This design comes from an exercise in tuning for small area, a short achievable clock period and few clock cycles per item on the open sky130 flow, not from production work.
In this exercise RTL edits were held to simulation tests only and were not proved equivalent to the original.

==> inputs of job 4282 <==
==> flow/design.v <==
module sg_mulc #(
    parameter [15:0] C = 16'h0001
) (
    input  wire [15:0] a,
    output wire [15:0] y
);
    function [255:0] gf_cols;       
        input [15:0] k;
        integer j;
        reg [15:0] p;
        begin
            p = k;
            for (j = 0; j < 16; j = j + 1) begin
                gf_cols[16*j +: 16] = p;
                p = {p[14:0], 1'b0} ^ (p[15] ? 16'h100B : 16'h0000);
            end
        end
    endfunction
    localparam [255:0] COLS = gf_cols(C);
    genvar i, j;
    generate
        for (i = 0; i < 16; i = i + 1) begin : g_row
            wire [15:0] row;
            for (j = 0; j < 16; j = j + 1) begin : g_col
                assign row[j] = COLS[16*j + i];
            end
            assign y[i] = ^(a & row);
        end
    endgenerate
endmodule
module sg_crc (
    input  wire [35:0]  line,
    output wire [127:0] h         
);
    function [31:0] crc32c_64;
        input [63:0] d;
        integer i;
        reg [31:0] c;
        begin
            c = 32'hFFFF_FFFF;
            for (i = 0; i < 64; i = i + 1) begin
                if (c[0] ^ d[i])
                    c = {1'b0, c[31:1]} ^ 32'h82F6_3B78;
                else
                    c = {1'b0, c[31:1]};
            end
            crc32c_64 = ~c;
        end
    endfunction
    function [32*36-1:0] crc_cols;    
        input dummy;
        integer b;
        begin
            for (b = 0; b < 36; b = b + 1)
                crc_cols[32*b +: 32] = crc32c_64(64'd1 << (b + 2)) ^ crc32c_64(64'd0);
        end
    endfunction
    localparam [32*36-1:0] COLS = crc_cols(1'b0);
    wire [31:0] base;
    genvar i, b, q;
    generate
        for (i = 0; i < 32; i = i + 1) begin : g_row
            wire [35:0] row;
            for (b = 0; b < 36; b = b + 1) begin : g_col
                assign row[b] = COLS[32*b + i];
            end
            assign base[i] = ^(line & row);
        end
        for (q = 0; q < 4; q = q + 1) begin : g_q
            localparam [31:0] K = crc32c_64(q);
            assign h[32*q +: 32] = base ^ K;
        end
    endgenerate
endmodule
module sg_syndrome (
    input  wire [159:0] s,       
    output wire [15:0]  s1,
    output wire [15:0]  s2
);
    wire [24:0] u1;              
    wire [33:0] u2;              
    genvar i, v;
    generate
        for (i = 0; i < 25; i = i + 1) begin : g_u1
            wire [9:0] t;
            for (v = 0; v < 10; v = v + 1) begin : g_v
                if (i - v >= 0 && i - v < 16) begin : g_on
                    assign t[v] = s[16*v + i - v];
                end else begin : g_off
                    assign t[v] = 1'b0;
                end
            end
            assign u1[i] = ^t;
        end
        for (i = 0; i < 34; i = i + 1) begin : g_u2
            wire [9:0] t;
            for (v = 0; v < 10; v = v + 1) begin : g_v
                if (i - 2*v >= 0 && i - 2*v < 16) begin : g_on
                    assign t[v] = s[16*v + i - 2*v];
                end else begin : g_off
                    assign t[v] = 1'b0;
                end
            end
            assign u2[i] = ^t;
        end
    endgenerate
    reg [24:0] a1;
    reg [33:0] a2;
    integer n;
    always @(*) begin
        a1 = u1;
        for (n = 24; n >= 16; n = n - 1)
            a1 = a1 ^ ({25{a1[n]}} & ({9'd0, 16'h100B} << (n - 16)));
        a2 = u2;
        for (n = 33; n >= 16; n = n - 1)
            a2 = a2 ^ ({34{a2[n]}} & ({18'd0, 16'h100B} << (n - 16)));
    end
    assign s1 = a1[15:0];
    assign s2 = a2[15:0];
endmodule
module sg_cw_enc (
    input  wire [15:0] t,
    input  wire [15:0] rai9,      
    output wire [15:0] s8,
    output wire [15:0] s9
);
    wire [15:0] s8i;
    sg_mulc #(.C(16'h81E0)) u_c   (.a(t),  .y(s8));     
    sg_mulc #(.C(16'h8805)) u_bi1 (.a(s8), .y(s8i));    
    assign s9 = rai9 ^ s8i;
endmodule
module sg_cw_dec (
    input  wire [15:0]  e1,
    input  wire [15:0]  e2,
    input  wire         era_en,
    input  wire [3:0]   era_dev,
    output wire         good,
    output wire         poison,
    output wire         single,
    output wire [9:0]   hit,
    output wire [15:0]  t         
);
    function [15:0] mulx;         
        input [15:0] a;
        mulx = {a[14:0], 1'b0} ^ (a[15] ? 16'h100B : 16'h0000);
    endfunction
    wire z1 = (e1 == 16'h0000);
    wire z2 = (e2 == 16'h0000);
    assign good   = z1 && z2;
    assign poison = (e1 == 16'h0001) && z2;
    wire [15:0] up [0:9];
    assign up[0] = e1;
    sg_mulc #(.C(16'h0020)) u_b5 (.a(e1), .y(up[5]));
    wire [9:0] match;             
    wire [9:0] era_sel;
    genvar v;
    generate
        for (v = 1; v < 10; v = v + 1) begin : g_up
            if (v != 5) begin : g_step
                assign up[v] = mulx(up[v-1]);
            end
        end
        for (v = 0; v < 10; v = v + 1) begin : g_m
            assign match[v]   = ((e2 ^ up[v]) == 16'h0000);
            assign era_sel[v] = (era_dev == v);
        end
    endgenerate
    assign t = e2 ^ up[9];
    wire [9:0] cand = era_en ? (match & era_sel) : match;
    assign hit    = z1 ? 10'd0 : cand;
    assign single = |hit;
endmodule
module sg_cw_val (
    input  wire [15:0]  e1,
    output wire [127:0] val,      
    output wire [15:0]  e1i9
);
    function [15:0] divx;         
        input [15:0] a;
        divx = {1'b0, a[15:1]} ^ (a[0] ? 16'h8805 : 16'h0000);
    endfunction
    wire [15:0] dn [0:9];
    assign dn[0] = e1;
    sg_mulc #(.C(16'h7703)) u_bi4 (.a(e1), .y(dn[4]));    
    genvar v;
    generate
        for (v = 1; v < 10; v = v + 1) begin : g_dn
            if (v != 4) begin : g_step
                assign dn[v] = divx(dn[v-1]);
            end
        end
        for (v = 0; v < 8; v = v + 1) begin : g_val
            assign val[16*v +: 16] = dn[v];
        end
    endgenerate
    assign e1i9 = dn[9];
endmodule
module symbol_guard (
    input  wire         clk,
    input  wire         rst,           
    input  wire         in_valid,
    output wire         in_ready,
    input  wire [1:0]   in_op,         
    input  wire [35:0]  in_line,       
    input  wire         in_era_en,     
    input  wire [3:0]   in_era_dev,    
    input  wire [639:0] in_data,       
    output wire         out_valid,
    input  wire         out_ready,
    output reg  [639:0] out_data,      
    output reg  [1:0]   out_status,    
    output reg  [3:0]   out_dev        
);
    genvar q, v, j;
    wire dec_in = in_op[1];
    wire [159:0] sym [0:3];
    generate
        for (q = 0; q < 4; q = q + 1) begin : g_sym
            for (v = 0; v < 10; v = v + 1) begin : g_dev
                for (j = 0; j < 4; j = j + 1) begin : g_nib
                    if (v < 8) begin : g_data
                        assign sym[q][16*v + 4*j +: 4] = dec_in
                            ? in_data[(4*q+j)*40 + 4*v +: 4]
                            : in_data[128*q + 16*v + 4*j +: 4];
                    end else begin : g_chk
                        assign sym[q][16*v + 4*j +: 4] =
                            in_data[(4*q+j)*40 + 4*v +: 4] & {4{dec_in}};
                    end
                end
            end
        end
    endgenerate
    wire [127:0] h;
    sg_crc u_crc (.line(in_line), .h(h));
    wire [15:0] e1 [0:3];
    wire [15:0] e2 [0:3];
    generate
        for (q = 0; q < 4; q = q + 1) begin : g_syn
            wire [15:0] s1, s2;
            sg_syndrome u_syn (.s(sym[q]), .s1(s1), .s2(s2));
            assign e1[q] = s1 ^ h[32*q +: 16] ^ {15'd0, in_op == 2'b01};
            assign e2[q] = s2 ^ h[32*q + 16 +: 16];
        end
    endgenerate
    wire [15:0] slot [0:3];
    generate
        for (q = 0; q < 4; q = q + 1) begin : g_cls
            wire       good, poi, single;
            wire [9:0] hit;
            wire [15:0] t;
            sg_cw_dec u_dec (
                .e1      (e1[q]),
                .e2      (e2[q]),
                .era_en  (in_era_en),
                .era_dev (in_era_dev),
                .good    (good),
                .poison  (poi),
                .single  (single),
                .hit     (hit),
                .t       (t)
            );
            assign slot[q] = dec_in ? {3'd0, good, poi, single, hit} : t;
        end
    endgenerate
    reg          r_valid;
    reg          r_dec;
    reg  [511:0] r_d;              
    reg  [15:0]  r_e1 [0:3];
    reg  [15:0]  r_s  [0:3];
    assign in_ready  = !r_valid || out_ready;
    assign out_valid = r_valid;
    wire accept = in_valid && in_ready;
    always @(posedge clk) begin
        if (rst) begin
            r_valid <= 1'b0;
        end else if (accept) begin
            r_valid <= 1'b1;
        end else if (out_ready) begin
            r_valid <= 1'b0;
        end
    end
    integer n;
    always @(posedge clk) begin
        if (accept) begin
            r_dec <= dec_in;
            for (n = 0; n < 4; n = n + 1) begin
                r_d[128*n +: 128] <= sym[n][127:0];
                r_e1[n] <= e1[n];
                r_s[n]  <= slot[n];
            end
        end
    end
    wire [15:0]  e1i9 [0:3];        
    wire [639:0] enc_burst;
    generate
        for (q = 0; q < 4; q = q + 1) begin : g_enc
            wire [15:0] s8, s9;
            sg_cw_enc u_enc (.t(r_s[q]), .rai9(e1i9[q]), .s8(s8), .s9(s9));
            wire [159:0] cw = {s9, s8, r_d[128*q +: 128]};
            for (v = 0; v < 10; v = v + 1) begin : g_dev
                for (j = 0; j < 4; j = j + 1) begin : g_nib
                    assign enc_burst[(4*q+j)*40 + 4*v +: 4] = cw[16*v + 4*j +: 4];
                end
            end
        end
    endgenerate
    wire [3:0]   cw_good, cw_poi, cw_single;
    wire [9:0]   cw_hit [0:3];
    wire [127:0] cw_val [0:3];
    generate
        for (q = 0; q < 4; q = q + 1) begin : g_dec
            assign {cw_good[q], cw_poi[q], cw_single[q], cw_hit[q]} = r_s[q][12:0];
            sg_cw_val u_val (.e1(r_e1[q]), .val(cw_val[q]), .e1i9(e1i9[q]));
        end
    endgenerate
    wire [9:0] hit_any = cw_hit[0] | cw_hit[1] | cw_hit[2] | cw_hit[3];
    reg        clash;                  
    integer k, k2;
    always @(*) begin
        clash = 1'b0;
        for (k = 0; k < 10; k = k + 1)
            for (k2 = k + 1; k2 < 10; k2 = k2 + 1)
                clash = clash | (hit_any[k] & hit_any[k2]);
    end
    wire       unc_cw  = |(~(cw_good | cw_poi | cw_single));
    wire       any_poi = |cw_poi;
    wire       all_poi = &cw_poi;
    wire       any_cor = |cw_single;
    wire       unc     = unc_cw || clash || (any_poi && !all_poi);
    wire       cor     = !unc && !all_poi && any_cor;
    reg  [3:0] hit_dev;
    always @(*) begin
        hit_dev = 4'd0;
        for (k = 0; k < 10; k = k + 1)
            if (hit_any[k]) hit_dev = hit_dev | k[3:0];
    end
    reg  [1:0] dec_status;
    always @(*) begin
        if (unc)          dec_status = 2'd3;
        else if (all_poi) dec_status = 2'd2;
        else if (any_cor) dec_status = 2'd1;
        else              dec_status = 2'd0;
    end
    reg [511:0] dec_line;
    integer m;
    always @(*) begin
        for (n = 0; n < 4; n = n + 1)
            for (m = 0; m < 8; m = m + 1)
                dec_line[128*n + 16*m +: 16] = r_d[128*n + 16*m +: 16] ^
                    (cw_val[n][16*m +: 16] & {16{cor && cw_hit[n][m]}});
    end
    always @(*) begin
        if (r_dec) begin
            out_data   = {128'd0, dec_line};
            out_status = dec_status;
            out_dev    = cor ? hit_dev : 4'hF;
        end else begin
            out_data   = enc_burst;
            out_status = 2'd0;
            out_dev    = 4'hF;
        end
    end
endmodule
==> flow/flow/run.sh <==
#!/bin/bash
# The standard layout (the standard.sh) with two changes to how it is
# made: port buffers are the small buf_1 (every port is still buffered, and
# the timing repair may resize them), and the timing repair is asked to keep
# more setup slack than the clock period alone demands. The clock, the
# constraints and every other step are the standard flow's.
set -euo pipefail
bash standard.sh finish \
    SETUP_SLACK_MARGIN=8 \
    "BUFFER_PORTS_ARGS=-buffer_cell sky130_fd_sc_hd__buf_1" \
    > standard.log 2>&1
==> flow/standard.sh <==
#!/bin/bash
# synth_recipe.tcl (not shown) runs the flow's synth.tcl, then flattens the netlist and writes it again
# the make line also repeats each setting of config.mk as NAME=value (left out here)
make -C /OpenROAD-flow-scripts/flow DESIGN_CONFIG=/design/flow/config.mk WORK_HOME=/design/flow/orfs CLKGATE_MAP_FILE= SYNTH_SCRIPT=/design/flow/synth_recipe.tcl "${@:-finish}"
==> flow/config.mk <==
export PLATFORM = sky130hd
export DESIGN_NAME = symbol_guard
export DESIGN_NICKNAME = symbol_guard
export VERILOG_FILES = /design/flow/design.v
export SDC_FILE = /design/flow/constraint.sdc
export NUM_CORES = 4
export LEC_CHECK = 0
export CAP_MARGIN = 40
export CORE_MARGIN = 2
export CORE_UTILIZATION = 50
export SLEW_MARGIN = 40
==> flow/constraint.sdc <==
create_clock -name core_clock -period 16.0 [get_ports {clk}]
set_input_delay 3.2000 -clock core_clock [delete_from_list [all_inputs] [get_ports {clk}]]
set_output_delay 3.2000 -clock core_clock [all_outputs]
set_load 0.01 [all_outputs]
==> job 7512 (differences from job 4282) <==
==> flow/design.v, changed modules only <==
module sg_syndrome (
    input  wire [159:0] s,       
    output wire [15:0]  s1,
    output wire [15:0]  s2
);
    function [16*34-1:0] xpow;
        input dummy;
        integer k;
        reg [15:0] p;
        begin
            p = 16'h0001;
            for (k = 0; k < 34; k = k + 1) begin
                xpow[16*k +: 16] = p;
                p = {p[14:0], 1'b0} ^ (p[15] ? 16'h100B : 16'h0000);
            end
        end
    endfunction
    localparam [16*34-1:0] XP = xpow(1'b0);
    wire [24:0] u1;              
    wire [33:0] u2;              
    genvar i, v, k;
    generate
        for (i = 0; i < 25; i = i + 1) begin : g_u1
            wire [9:0] t;
            for (v = 0; v < 10; v = v + 1) begin : g_v
                if (i - v >= 0 && i - v < 16) begin : g_on
                    assign t[v] = s[16*v + i - v];
                end else begin : g_off
                    assign t[v] = 1'b0;
                end
            end
            assign u1[i] = ^t;
        end
        for (i = 0; i < 34; i = i + 1) begin : g_u2
            wire [9:0] t;
            for (v = 0; v < 10; v = v + 1) begin : g_v
                if (i - 2*v >= 0 && i - 2*v < 16) begin : g_on
                    assign t[v] = s[16*v + i - 2*v];
                end else begin : g_off
                    assign t[v] = 1'b0;
                end
            end
            assign u2[i] = ^t;
        end
        for (i = 0; i < 16; i = i + 1) begin : g_red
            wire [24:0] r1;
            wire [33:0] r2;
            for (k = 0; k < 25; k = k + 1) begin : g_k1
                assign r1[k] = XP[16*k + i];
            end
            for (k = 0; k < 34; k = k + 1) begin : g_k2
                assign r2[k] = XP[16*k + i];
            end
            assign s1[i] = ^(u1 & r1);
            assign s2[i] = ^(u2 & r2);
        end
    endgenerate
endmodule
module sg_cw_enc_t (
    input  wire [15:0] ra,
    input  wire [15:0] rb,
    output wire [15:0] t
);
    wire [15:0] ra9;
    sg_mulc #(.C(16'h0200)) u_b9 (.a(ra), .y(ra9));     
    assign t = rb ^ ra9;
endmodule
module sg_cw_enc (
    input  wire [15:0] ra,
    input  wire [15:0] t,
    output wire [15:0] s8,
    output wire [15:0] s9
);
    wire [15:0] rai9, s8i;
    sg_mulc #(.C(16'h81E0)) u_c   (.a(t),  .y(s8));     
    sg_mulc #(.C(16'hC73F)) u_bi9 (.a(ra), .y(rai9));   
    sg_mulc #(.C(16'h8805)) u_bi1 (.a(s8), .y(s8i));    
    assign s9 = rai9 ^ s8i;
endmodule
module sg_cw_dec (
    input  wire [15:0]  e1,
    input  wire [15:0]  e2,
    input  wire         era_en,
    input  wire [3:0]   era_dev,
    output wire         good,
    output wire         poison,
    output wire         single,
    output wire [9:0]   hit
);
    localparam [16*10-1:0] BPOW = {
        16'h0200, 16'h0100, 16'h0080, 16'h0040, 16'h0020,
        16'h0010, 16'h0008, 16'h0004, 16'h0002, 16'h0001
    };
    wire z1 = (e1 == 16'h0000);
    wire z2 = (e2 == 16'h0000);
    assign good   = z1 && z2;
    assign poison = (e1 == 16'h0001) && z2;
    wire [9:0] match;             
    wire [9:0] era_sel;
    genvar v;
    generate
        for (v = 0; v < 10; v = v + 1) begin : g_m
            wire [15:0] up;
            sg_mulc #(.C(BPOW[16*v +: 16])) u_up (.a(e1), .y(up));
            assign match[v]   = (e2 == up);
            assign era_sel[v] = (era_dev == v);
        end
    endgenerate
    wire [9:0] cand = era_en ? (match & era_sel) : match;
    assign hit    = z1 ? 10'd0 : cand;
    assign single = |hit;
endmodule
module sg_cw_val (
    input  wire [15:0]  e1,
    output wire [127:0] val       
);
    function [15:0] divx;         
        input [15:0] a;
        divx = {1'b0, a[15:1]} ^ (a[0] ? 16'h8805 : 16'h0000);
    endfunction
    wire [15:0] dn [0:7];
    assign dn[0] = e1;
    genvar v;
    generate
        for (v = 1; v < 8; v = v + 1) begin : g_dn
            assign dn[v] = divx(dn[v-1]);
        end
        for (v = 0; v < 8; v = v + 1) begin : g_val
            assign val[16*v +: 16] = dn[v];
        end
    endgenerate
endmodule
module symbol_guard (
    input  wire         clk,
    input  wire         rst,           
    input  wire         in_valid,
    output wire         in_ready,
    input  wire [1:0]   in_op,         
    input  wire [35:0]  in_line,       
    input  wire         in_era_en,     
    input  wire [3:0]   in_era_dev,    
    input  wire [639:0] in_data,       
    output wire         out_valid,
    input  wire         out_ready,
    output reg  [639:0] out_data,      
    output reg  [1:0]   out_status,    
    output reg  [3:0]   out_dev        
);
    genvar q, v, j;
    wire dec_in = in_op[1];
    wire [159:0] sym [0:3];
    generate
        for (q = 0; q < 4; q = q + 1) begin : g_sym
            for (v = 0; v < 10; v = v + 1) begin : g_dev
                for (j = 0; j < 4; j = j + 1) begin : g_nib
                    if (v < 8) begin : g_data
                        assign sym[q][16*v + 4*j +: 4] = dec_in
                            ? in_data[(4*q+j)*40 + 4*v +: 4]
                            : in_data[128*q + 16*v + 4*j +: 4];
                    end else begin : g_chk
                        assign sym[q][16*v + 4*j +: 4] =
                            in_data[(4*q+j)*40 + 4*v +: 4] & {4{dec_in}};
                    end
                end
            end
        end
    endgenerate
    wire [127:0] h;
    sg_crc u_crc (.line(in_line), .h(h));
    wire [15:0] e1 [0:3];
    wire [15:0] e2 [0:3];
    generate
        for (q = 0; q < 4; q = q + 1) begin : g_syn
            wire [15:0] s1, s2;
            sg_syndrome u_syn (.s(sym[q]), .s1(s1), .s2(s2));
            assign e1[q] = s1 ^ h[32*q +: 16] ^ {15'd0, in_op == 2'b01};
            assign e2[q] = s2 ^ h[32*q + 16 +: 16];
        end
    endgenerate
    wire [15:0] slot [0:3];
    generate
        for (q = 0; q < 4; q = q + 1) begin : g_cls
            wire       good, poi, single;
            wire [9:0] hit;
            wire [15:0] t;
            sg_cw_dec u_dec (
                .e1      (e1[q]),
                .e2      (e2[q]),
                .era_en  (in_era_en),
                .era_dev (in_era_dev),
                .good    (good),
                .poison  (poi),
                .single  (single),
                .hit     (hit)
            );
            sg_cw_enc_t u_enct (.ra(e1[q]), .rb(e2[q]), .t(t));
            assign slot[q] = dec_in ? {3'd0, good, poi, single, hit} : t;
        end
    endgenerate
    reg          r_valid;
    reg          r_dec;
    reg  [511:0] r_d;              
    reg  [15:0]  r_e1 [0:3];
    reg  [15:0]  r_s  [0:3];
    assign in_ready  = !r_valid || out_ready;
    assign out_valid = r_valid;
    wire accept = in_valid && in_ready;
    always @(posedge clk) begin
        if (rst) begin
            r_valid <= 1'b0;
        end else if (accept) begin
            r_valid <= 1'b1;
        end else if (out_ready) begin
            r_valid <= 1'b0;
        end
    end
    integer n;
    always @(posedge clk) begin
        if (accept) begin
            r_dec <= dec_in;
            for (n = 0; n < 4; n = n + 1) begin
                r_d[128*n +: 128] <= sym[n][127:0];
                r_e1[n] <= e1[n];
                r_s[n]  <= slot[n];
            end
        end
    end
    wire [639:0] enc_burst;
    generate
        for (q = 0; q < 4; q = q + 1) begin : g_enc
            wire [15:0] s8, s9;
            sg_cw_enc u_enc (.ra(r_e1[q]), .t(r_s[q]), .s8(s8), .s9(s9));
            wire [159:0] cw = {s9, s8, r_d[128*q +: 128]};
            for (v = 0; v < 10; v = v + 1) begin : g_dev
                for (j = 0; j < 4; j = j + 1) begin : g_nib
                    assign enc_burst[(4*q+j)*40 + 4*v +: 4] = cw[16*v + 4*j +: 4];
                end
            end
        end
    endgenerate
    wire [3:0]   cw_good, cw_poi, cw_single;
    wire [9:0]   cw_hit [0:3];
    wire [127:0] cw_val [0:3];
    generate
        for (q = 0; q < 4; q = q + 1) begin : g_dec
            assign {cw_good[q], cw_poi[q], cw_single[q], cw_hit[q]} = r_s[q][12:0];
            sg_cw_val u_val (.e1(r_e1[q]), .val(cw_val[q]));
        end
    endgenerate
    wire [9:0] hit_any = cw_hit[0] | cw_hit[1] | cw_hit[2] | cw_hit[3];
    reg        clash;                  
    integer k, k2;
    always @(*) begin
        clash = 1'b0;
        for (k = 0; k < 10; k = k + 1)
            for (k2 = k + 1; k2 < 10; k2 = k2 + 1)
                clash = clash | (hit_any[k] & hit_any[k2]);
    end
    wire       unc_cw  = |(~(cw_good | cw_poi | cw_single));
    wire       any_poi = |cw_poi;
    wire       all_poi = &cw_poi;
    wire       any_cor = |cw_single;
    wire       unc     = unc_cw || clash || (any_poi && !all_poi);
    wire       cor     = !unc && !all_poi && any_cor;
    reg  [3:0] hit_dev;
    always @(*) begin
        hit_dev = 4'd0;
        for (k = 0; k < 10; k = k + 1)
            if (hit_any[k]) hit_dev = hit_dev | k[3:0];
    end
    reg  [1:0] dec_status;
    always @(*) begin
        if (unc)          dec_status = 2'd3;
        else if (all_poi) dec_status = 2'd2;
        else if (any_cor) dec_status = 2'd1;
        else              dec_status = 2'd0;
    end
    reg [511:0] dec_line;
    integer m;
    always @(*) begin
        for (n = 0; n < 4; n = n + 1)
            for (m = 0; m < 8; m = m + 1)
                dec_line[128*n + 16*m +: 16] = r_d[128*n + 16*m +: 16] ^
                    (cw_val[n][16*m +: 16] & {16{cor && cw_hit[n][m]}});
    end
    always @(*) begin
        if (r_dec) begin
            out_data   = {128'd0, dec_line};
            out_status = dec_status;
            out_dev    = cor ? hit_dev : 4'hF;
        end else begin
            out_data   = enc_burst;
            out_status = 2'd0;
            out_dev    = 4'hF;
        end
    end
endmodule
==> flow/run.sh (new file) <==
#!/bin/bash
# synth_recipe.tcl (not shown) runs the flow's synth.tcl, then flattens the netlist and writes it again
# the make line also repeats each setting of config.mk as NAME=value (left out here)
make -C /OpenROAD-flow-scripts/flow DESIGN_CONFIG=/design/flow/config.mk WORK_HOME=/design/flow/orfs CLKGATE_MAP_FILE= SYNTH_SCRIPT=/design/flow/synth_recipe.tcl finish
Settings changed: CAP_MARGIN 40 to 20, SLEW_MARGIN 40 to 20.
removed: flow/flow/run.sh
removed: flow/standard.sh
==> job 5442 (differences from job 4282) <==
--- a/flow/flow/run.sh
+++ b/flow/flow/run.sh
@@ -8,3 +8,3 @@
 bash standard.sh finish \
-    SETUP_SLACK_MARGIN=8 \
+    SETUP_SLACK_MARGIN=8.5 \
     "BUFFER_PORTS_ARGS=-buffer_cell sky130_fd_sc_hd__buf_1" \
Settings changed: TNS_END_PERCENT set to 5.
==> summary.txt <==
status=failed layout checks; fin util=61.5%; initial DRC count=17,300; Synth area leaders=edfxtp_1 23%, xnor2_1 21%, xor2_1 13%, xnor3_1 9.5%, mux2_2 6.0%; SO Viols=capacitance limit, slew limit; Simple-Gate Fraction of Synth Area=under 10%; fin. max-slew vios=4; Max-Cap Viols=1
That was job 7512.
==> summary.txt <==
status=finished clean; fin util=between 60% and 70%; ys flop type=edfxtp_1; Max-Cap Viols=0; initial DRC count=15,000; CP most frequent cell=xnor3_1; fin. max-slew vios=0; Simple-Gate Fraction of Synth Area=9.80%
That was job 5442.
==> summary.txt <==
status=finished clean; Synth area leaders=edfxtp_1 24%, xnor2_1 19%, xor2_1 15%, xnor3_1 9.9%, mux2_2 6.6%; initial DRC count=16,400; Simple-Gate Fraction of Synth Area=9.80%; fin util=58.8%; Max-Cap Viols=0
That was job 4282.
Testbench counts of job 4282, summed over its fixed seeds: cycles 9,608, items 9,600.
Testbench counts of job 7512, summed over its fixed seeds: cycles 9,608, items 9,600.
Testbench counts of job 5442, summed over its fixed seeds: cycles 9,608, items 9,600.

## port drivers added, routing unchanged
Ports are ideal in the flow. The routed layouts listed here were re-timed in OpenROAD. Step 1, drivers: a clkbuf_16 drives clk and a buf_2 each remaining input, both assumed. Step 2 adds t to the input delays and takes it off the output delays; t is the mean of the earliest and latest rising clock arrival at the registers after step 1. Input paths then give back, and output paths get back, about the clock's delay inside the block. Slacks: ideal ports / drivers / drivers and shift; pairs: ideal ports / drivers.
| run | t (ns) | slack for setup (ns) | hold slack, ns | latest minus earliest clock arrival (ns) |
|---|---|---|---|---|
| job 4282 | 0.839 | 7.856 / 7.773 / 6.934 | 0.518 / 0.518 / 0.518 | 0.036 / 0.036 |
| job 7512 | 0.843 | 5.038 / 4.935 / 5.239 | 0.549 / 0.549 / 0.549 | 0.061 / 0.061 |
| job 5442 | 0.816 | 8.171 / 8.238 / 7.422 | 0.518 / 0.518 / 0.518 | 0.039 / 0.039 |
The setup slack of job 4282, which loses most, moves by -0.083 ns with the drivers and by -0.922 ns with both steps.
